What follows belongs to an exercise in optimizing a design on an open flow for small area, a short achievable clock period and few clock cycles per item; a production flow would make more cautious choices. Where RTL was checked, it was by simulation tests only, not by an equivalence proof against the original. No activity file was given, so power comes from the tool's default toggle rates.

Design fpu32, start of the top module:
module fpu32 (
    input  wire        clk,
    input  wire        rst,
    input  wire        in_valid,
    input  wire [3:0]  in_op,
    input  wire [1:0]  in_rm,
    input  wire        in_cnan,
    input  wire [31:0] in_a,
    input  wire [31:0] in_b,
    input  wire [31:0] in_c,
    output wire        out_valid,
    output wire [31:0] out_result,
    output wire [4:0]  out_flags
);
For scale: about 610 flip-flops, ~47000 um^2 of cells after synthesis.
==> flow/config.mk <==
export PLATFORM = sky130hd
export DESIGN_NAME = fpu32
export DESIGN_NICKNAME = fpu32
export VERILOG_FILES = /design/flow/design.v
export SDC_FILE = /design/flow/constraint.sdc
export NUM_CORES = 4
export LEC_CHECK = 0
export CAP_MARGIN = 20
export CORE_MARGIN = 2
export CORE_UTILIZATION = 60
export SLEW_MARGIN = 20
==> flow/constraint.sdc <==
create_clock -name core_clock -period 11.5 [get_ports {clk}]
set_input_delay 2.3000 -clock core_clock [delete_from_list [all_inputs] [get_ports {clk}]]
set_output_delay 2.3000 -clock core_clock [all_outputs]
set_load 0.01 [all_outputs]
standard.sh (not shown) runs the stock make flow with config.mk's settings and CLKGATE_MAP_FILE= SYNTH_SCRIPT=/design/flow/synth_recipe.tcl, a recipe that flattens the netlist after the stock synthesis.
==> flow/flow/run.sh <==
#!/bin/bash
# Layout flow: the standard synthesis unchanged, then the standard ORFS
# layout steps with a larger setup margin for the resizer's timing repair,
# so that it keeps improving paths well below the 11.5 ns clock.
set -euo pipefail
MARGIN=$(cat flow/margin.txt)
bash standard.sh synth > synth.log 2>&1
bash standard.sh SETUP_SLACK_MARGIN=$MARGIN finish > layout.log 2>&1
==> flow/flow/margin.txt <==
7.5
Rerun with:
Settings changed: CORE_UTILIZATION 60 to 40.
Combinational power hardly moves. Via count came out lower by 5.5%. Flip-flop and latch count stays the same. Die area came out higher by 49%. Wire length came out lower by 4.0%. Clock power came out higher by about 8%. Non-clock buffer count came out lower by 18.
No functional check of the RTL was part of any run of this note.

* * *

Another version of the RTL of fpu32 (not shown whole).
Size in the first run: about 5,600 cells after synthesis, about 720 flip-flops, roughly 50,000 um2 of cells after synthesis.
export LEC_CHECK = 0
export CAP_MARGIN = 20
export CORE_MARGIN = 2
export CORE_UTILIZATION = 40
export CTS_CLUSTER_DIAMETER = 100
export CTS_CLUSTER_SIZE = 25
export SLEW_MARGIN = 20
export TNS_END_PERCENT = 20
create_clock -name core_clock -period 11.5 [get_ports {clk}]
Scripts as last shown in full above: flow/flow/run.sh, flow/flow/margin.txt
Testbench counts at the start, summed over its fixed seeds: cycles 16,056, items 16,000.
Then changed:
- CTS_CLUSTER_DIAMETER: 100 -> unset
- CTS_CLUSTER_SIZE: 25 -> unset
- TNS_END_PERCENT: 20 -> unset
Setup slack improves by 0.12 ns.
Cell area increases by about 3.4%.
Via count increases by 1.3%.
Wire length increases by 1.5%.
Fmax increases by 2.9%.
Non-clock buffer count increases by 9.
Then changed:
==> flow/flow/margin.txt (replaced) <==
7.6
- CTS_CLUSTER_DIAMETER: unset -> 100
- CTS_CLUSTER_SIZE: unset -> 25
- routed wire length shrinks by 1.8%
- non-clock buffer count grows by 21
- synthesized cell count stays the same
- maximum frequency grows by 0.36%
- power shrinks by 6.2%
- cell count shrinks by 0.87%
Then changed:
==> flow/flow/margin.txt (replaced) <==
7.5
- ABC_AREA: unset -> 1
- CTS_CLUSTER_DIAMETER: 100 -> unset
- CTS_CLUSTER_SIZE: 25 -> unset
The changed run completed with no timing, DRC or antenna violations.
Worst setup slack gets better by 0.026 ns.
Die area went up by about 3%.
Total power went up by 4.7%.
Hold slack gets worse by 0.0089 ns.
Clock-buffer cell count went up by 59.
Synthesized cell count went up by 21%.
Sequential cell count stays the same.
Non-clock buffer count went down by 15.
Synthesized area went up by 3.0%.
Combinational power stays flat.

* * *

fpu32, a different RTL version from the one above (not shown whole).
For scale: roughly 5600 cells after synthesis, ~630 flip-flops, about 140 I/O pins, roughly 49000 sq um of cells after synthesis.
==> flow/config.mk <==
export PLATFORM = sky130hd
export DESIGN_NAME = fpu32
export DESIGN_NICKNAME = fpu32
export VERILOG_FILES = /design/flow/design.v
export SDC_FILE = /design/flow/constraint.sdc
export NUM_CORES = 4
export LEC_CHECK = 0
export CAP_MARGIN = 20
export CORE_MARGIN = 2
export CORE_UTILIZATION = 40
export CTS_CLUSTER_DIAMETER = 100
export CTS_CLUSTER_SIZE = 25
export SLEW_MARGIN = 20
==> flow/constraint.sdc <==
create_clock -name core_clock -period 11.5 [get_ports {clk}]
set_input_delay 2.3000 -clock core_clock [delete_from_list [all_inputs] [get_ports {clk}]]
set_output_delay 2.3000 -clock core_clock [all_outputs]
set_load 0.01 [all_outputs]
==> flow/flow/margin.txt <==
7.4
Scripts as last shown in full above: flow/flow/run.sh
The baseline ran to the end with no violations.
Testbench counts at the start, summed over its fixed seeds: cycles 16,048, items 16,000.
Next try:
==> flow/flow/margin.txt (replaced) <==
7.5
CORE_UTILIZATION = 50   (was 40)
Global-route usage climbs by 6.8 points.
Design area grows by 0.47%.
Via count is about the same.
Worst hold slack stays flat.
Area after synthesis stays the same.
Total power shrinks by 0.42%.
Next try:
CORE_UTILIZATION = 40   (was 50)
GPL_ROUTABILITY_DRIVEN = 0   (was unset)
Worst setup slack loses 0.041 ns.
Via count climbs by 0.72%.
Die area climbs by 25%.
Register-to-register slack gains 0.03 ns.
Total power is about the same.
Routed wire length drops by 1.5%.
Hold slack stays flat.
Next try:
CORE_UTILIZATION = 55   (was 40)
GPL_ROUTABILITY_DRIVEN = unset   (was 0)
The new run passed the timing, design-rule and antenna checks.
Worst setup slack improves by 0.052 ns.
Via count went up slightly.
Sequential share of layout area increases by 0.24 points.
Register-to-register slack degrades by 0.02 ns.
Routed wire length came out higher by a few percent.
Synthesized cell count is unchanged.
Total power increases slightly.
Final area went down slightly.
Synthesized area does not change.
Global-route usage came out higher by 11 points.
Clock power fell by a few percent.

* * *

fpu32, a different RTL version from the one above (not shown whole).
Size in the first run: about 5300 cells after synthesis, about 680 flip-flops, roughly 140 I/O pins.
==> flow/design.v (excerpt) <==
module fpu32 (
    input  wire        clk,
    input  wire        rst,
    input  wire        in_valid,
    input  wire [3:0]  in_op,
    input  wire [1:0]  in_rm,
    input  wire        in_cnan,
    input  wire [31:0] in_a,
    input  wire [31:0] in_b,
    input  wire [31:0] in_c,
    output wire        out_valid,
    output wire [31:0] out_result,
    output wire [4:0]  out_flags
);
    localparam C0 = 1;   
    localparam C1 = 1;   
    localparam C2 = 1;   
    localparam C3 = 1;   
    localparam C4 = 1;   
    localparam C5 = 1;   
    localparam C6 = 1;   
    localparam [3:0] OP_FADD = 4'h0, OP_FSUB = 4'h1, OP_FMUL = 4'h2,
                     OP_FMA  = 4'h5, OP_FMS  = 4'h6, OP_FMAX = 4'h8,
                     OP_FNEG = 4'h9, OP_FABS = 4'hA;
    localparam [1:0] RNE = 2'd0, RTZ = 2'd1, RDN = 2'd2, RUP = 2'd3;
    localparam [31:0] DEFAULT_NAN = 32'h7FC0_0000;
    localparam [31:0] ONE         = 32'h3F80_0000;
    localparam NST = C0 + C1 + C2 + C3 + C4 + C5 + C6;
    reg [NST-1:0] vpipe;
    always @(posedge clk) begin
        if (rst) vpipe <= {NST{1'b0}};
        else     vpipe <= {vpipe[NST-2:0], in_valid};
    end
    assign out_valid = vpipe[NST-1];
    wire [3:0]  op;
    wire [1:0]  rm0;
    wire        cnan;
    wire [31:0] a, b, c;
    generate if (C0) begin : g_c0
        reg [3:0]  q_op;
        reg [1:0]  q_rm;
        reg        q_cnan;
        reg [31:0] q_a, q_b, q_c;
        always @(posedge clk) begin
            q_op <= in_op; q_rm <= in_rm; q_cnan <= in_cnan;
            q_a <= in_a; q_b <= in_b; q_c <= in_c;
        end
        assign op = q_op; assign rm0 = q_rm; assign cnan = q_cnan;
        assign a = q_a; assign b = q_b; assign c = q_c;
    end else begin : g_c0n
        assign op = in_op; assign rm0 = in_rm; assign cnan = in_cnan;
        assign a = in_a; assign b = in_b; assign c = in_c;
    end endgenerate
    wire op_addsub = (op == OP_FADD) || (op == OP_FSUB);
    wire op_mul    = (op == OP_FMUL);
    wire op_fmas   = (op == OP_FMA) || (op == OP_FMS);
    wire is_arith  = op_addsub || op_mul || op_fmas;
    wire z_neg     = (op == OP_FSUB) || (op == OP_FMS);
    wire [31:0] x = a;
  ...
export LEC_CHECK = 0
export CAP_MARGIN = 20
export CORE_MARGIN = 2
export CORE_UTILIZATION = 40
export SLEW_MARGIN = 20
create_clock -name core_clock -period 11.5 [get_ports {clk}]
==> flow/flow/margin.txt <==
7.7
Scripts as last shown in full above: flow/flow/run.sh
The starting point completed with no timing, DRC or antenna violations.
Testbench counts at the start, summed over its fixed seeds: cycles 16,056, items 16,000.
==> next run, changes <==
==> flow/flow/margin.txt (replaced) <==
8.0
Total power grows by 6.2%.
Combinational power goes up by about 10%.
Final area rises by 4.2%.
Non-clock buffer count is higher by 130.
Register-to-register slack gets worse by 0.08 ns.
==> next run, changes <==
==> flow/flow/margin.txt (replaced) <==
7.5
- CTS_BUF_LIST: unset -> sky130_fd_sc_hd__clkbuf_8
- CTS_CLUSTER_SIZE: unset -> 20
Effect: The new run finished clean. Design area is lower by about 8%. Sequential share of layout area is higher by 1.8 points. Fmax is higher by 0.49%. Die area does not change.
==> next run, changes <==
==> flow/flow/margin.txt (replaced) <==
7.0
- CTS_BUF_LIST: sky130_fd_sc_hd__clkbuf_8 -> unset
- CTS_CLUSTER_SIZE: 20 -> unset
After rerunning: The changed run completed without violations; power drops by 2.1%; count of clock-buffer cells in the layout drops by 55; worst setup slack gets worse by 0.36 ns; synthesized cell count does not change; utilization falls by 2.5 points; flip-flop and latch count is unchanged; synthesized area stays the same; final cell count is lower by 2.7%.

* * *

RTL: one of the versions met above, not the one the previous note started from.
For scale: roughly 630 flip-flops, ~140 I/O pins, ~0.049 mm² of cells after synthesis.
clock: 11.5 ns
lec_check: 0
cap_margin: 20
core_margin: 2
core_utilization: 50
cts_cluster_diameter: 140
cts_cluster_size: 25
gpl_routability_driven: 0
slew_margin: 20
==> flow/flow/margin.txt <==
7.5
Scripts as last shown in full above: flow/flow/run.sh
Testbench counts at the start, summed over its fixed seeds: cycles 16,048, items 16,000.
Edit:
--- a/flow/config.mk
+++ b/flow/config.mk
@@ -9,6 +9,5 @@
 export CORE_MARGIN = 2
-export CORE_UTILIZATION = 50
-export CTS_CLUSTER_DIAMETER = 140
+export CORE_UTILIZATION = 40
+export CTS_CLUSTER_DIAMETER = 100
 export CTS_CLUSTER_SIZE = 25
-export GPL_ROUTABILITY_DRIVEN = 0
 export SLEW_MARGIN = 20
After rerunning: Critical path depth goes down by 14; non-clock buffer count climbs by 25; power climbs by a few percent; setup slack improved by 0.064 ns; clock-buffer cell count rose by 7; maximum frequency climbs slightly; worst hold slack hardly moves; via count went up slightly.
Edit:
--- a/flow/config.mk
+++ b/flow/config.mk
@@ -9,5 +9,6 @@
 export CORE_MARGIN = 2
-export CORE_UTILIZATION = 40
+export CORE_UTILIZATION = 50
 export CTS_CLUSTER_DIAMETER = 100
 export CTS_CLUSTER_SIZE = 25
+export GPL_ROUTABILITY_DRIVEN = 0
 export SLEW_MARGIN = 20
What happened: The changed run produced a clean layout; setup slack improved by 0.0079 ns; clock skew came out lower by 0.031 ns; die area came out lower by 20%; register-to-register slack hardly moves; sequential share of layout area came out higher by 0.44 points; wire length came out lower by 6.6%.
Edit:
--- a/flow/config.mk
+++ b/flow/config.mk
@@ -9,3 +9,3 @@
 export CORE_MARGIN = 2
-export CORE_UTILIZATION = 50
+export CORE_UTILIZATION = 45
 export CTS_CLUSTER_DIAMETER = 100
Final area rises by 0.43%.
Total power climbs by 0.64%.
Via count climbs by 0.57%.
Count of clock-buffer cells in the layout rises by 1.
Final cell count rises by 1.8%.
Setup slack loses 0.063 ns.
First-iteration DRC count does not change.
Register-to-register slack loses 0.05 ns.
Combinational power rises by about 1%.
Global-route usage drops by 3.3 points.
Routed wire length rises by 0.84%.

port drivers added, routing unchanged:
The flow's constraints put no driver on any port. The routed layouts listed below were extracted and timed again, unchanged, in two steps.
Step 1, drivers: a clkbuf_16 drives clk and a buf_2 each remaining input, both assumed.
Step 2 times the ports against the registers' clock, not the clock port: input delays grow and output delays shrink by t, the midpoint of the rising clock arrivals with the driver on.
Three values: ideal, step 1, step 2; two values: the first two.
run	t (ns)	setup slack, ns	worst setup path at the end
the first run of note 1	0.708	7.318 / 7.318 / 7.016	input to register
the second run of note 1	0.705	7.391 / 7.391 / 7.011	input to register
the first run of note 2	0.714	7.401 / 7.438 / 6.724	input to register
the second run of note 2	0.756	7.517 / 7.479 / 6.809	input to register
the third run of note 2	0.714	7.531 / 7.553 / 6.841	input to register
the fourth run of note 2	0.770	7.557 / 7.526 / 6.837	input to register
the first run of note 3	0.695	7.446 / 7.446 / 6.855	input to register
the second run of note 3	0.714	7.522 / 7.522 / 6.921	input to register
the third run of note 3	0.682	7.481 / 7.527 / 6.845	input to register
the fourth run of note 3	0.669	7.533 / 7.533 / 6.994	input to register
the first run of note 4	0.736	7.513 / 7.513 / 7.513	register to register
the second run of note 4	0.727	7.438 / 7.438 / 7.438	register to register
the third run of note 4	0.863	7.457 / 7.457 / 7.457	register to register
the fourth run of note 4	0.716	7.099 / 7.099 / 7.099	register to register
the first run of note 5	0.746	7.495 / 7.495 / 6.931	input to register
the second run of note 5	0.709	7.559 / 7.559 / 6.929	input to register
the third run of note 5	0.678	7.567 / 7.567 / 6.992	input to register
the fourth run of note 5	0.707	7.504 / 7.523 / 6.849	input to register
After both steps setup and hold are still met in every run listed. For the fourth run of note 2, which loses most, drivers alone change the setup slack by -0.031 ns; drivers and shift together by -0.720 ns.
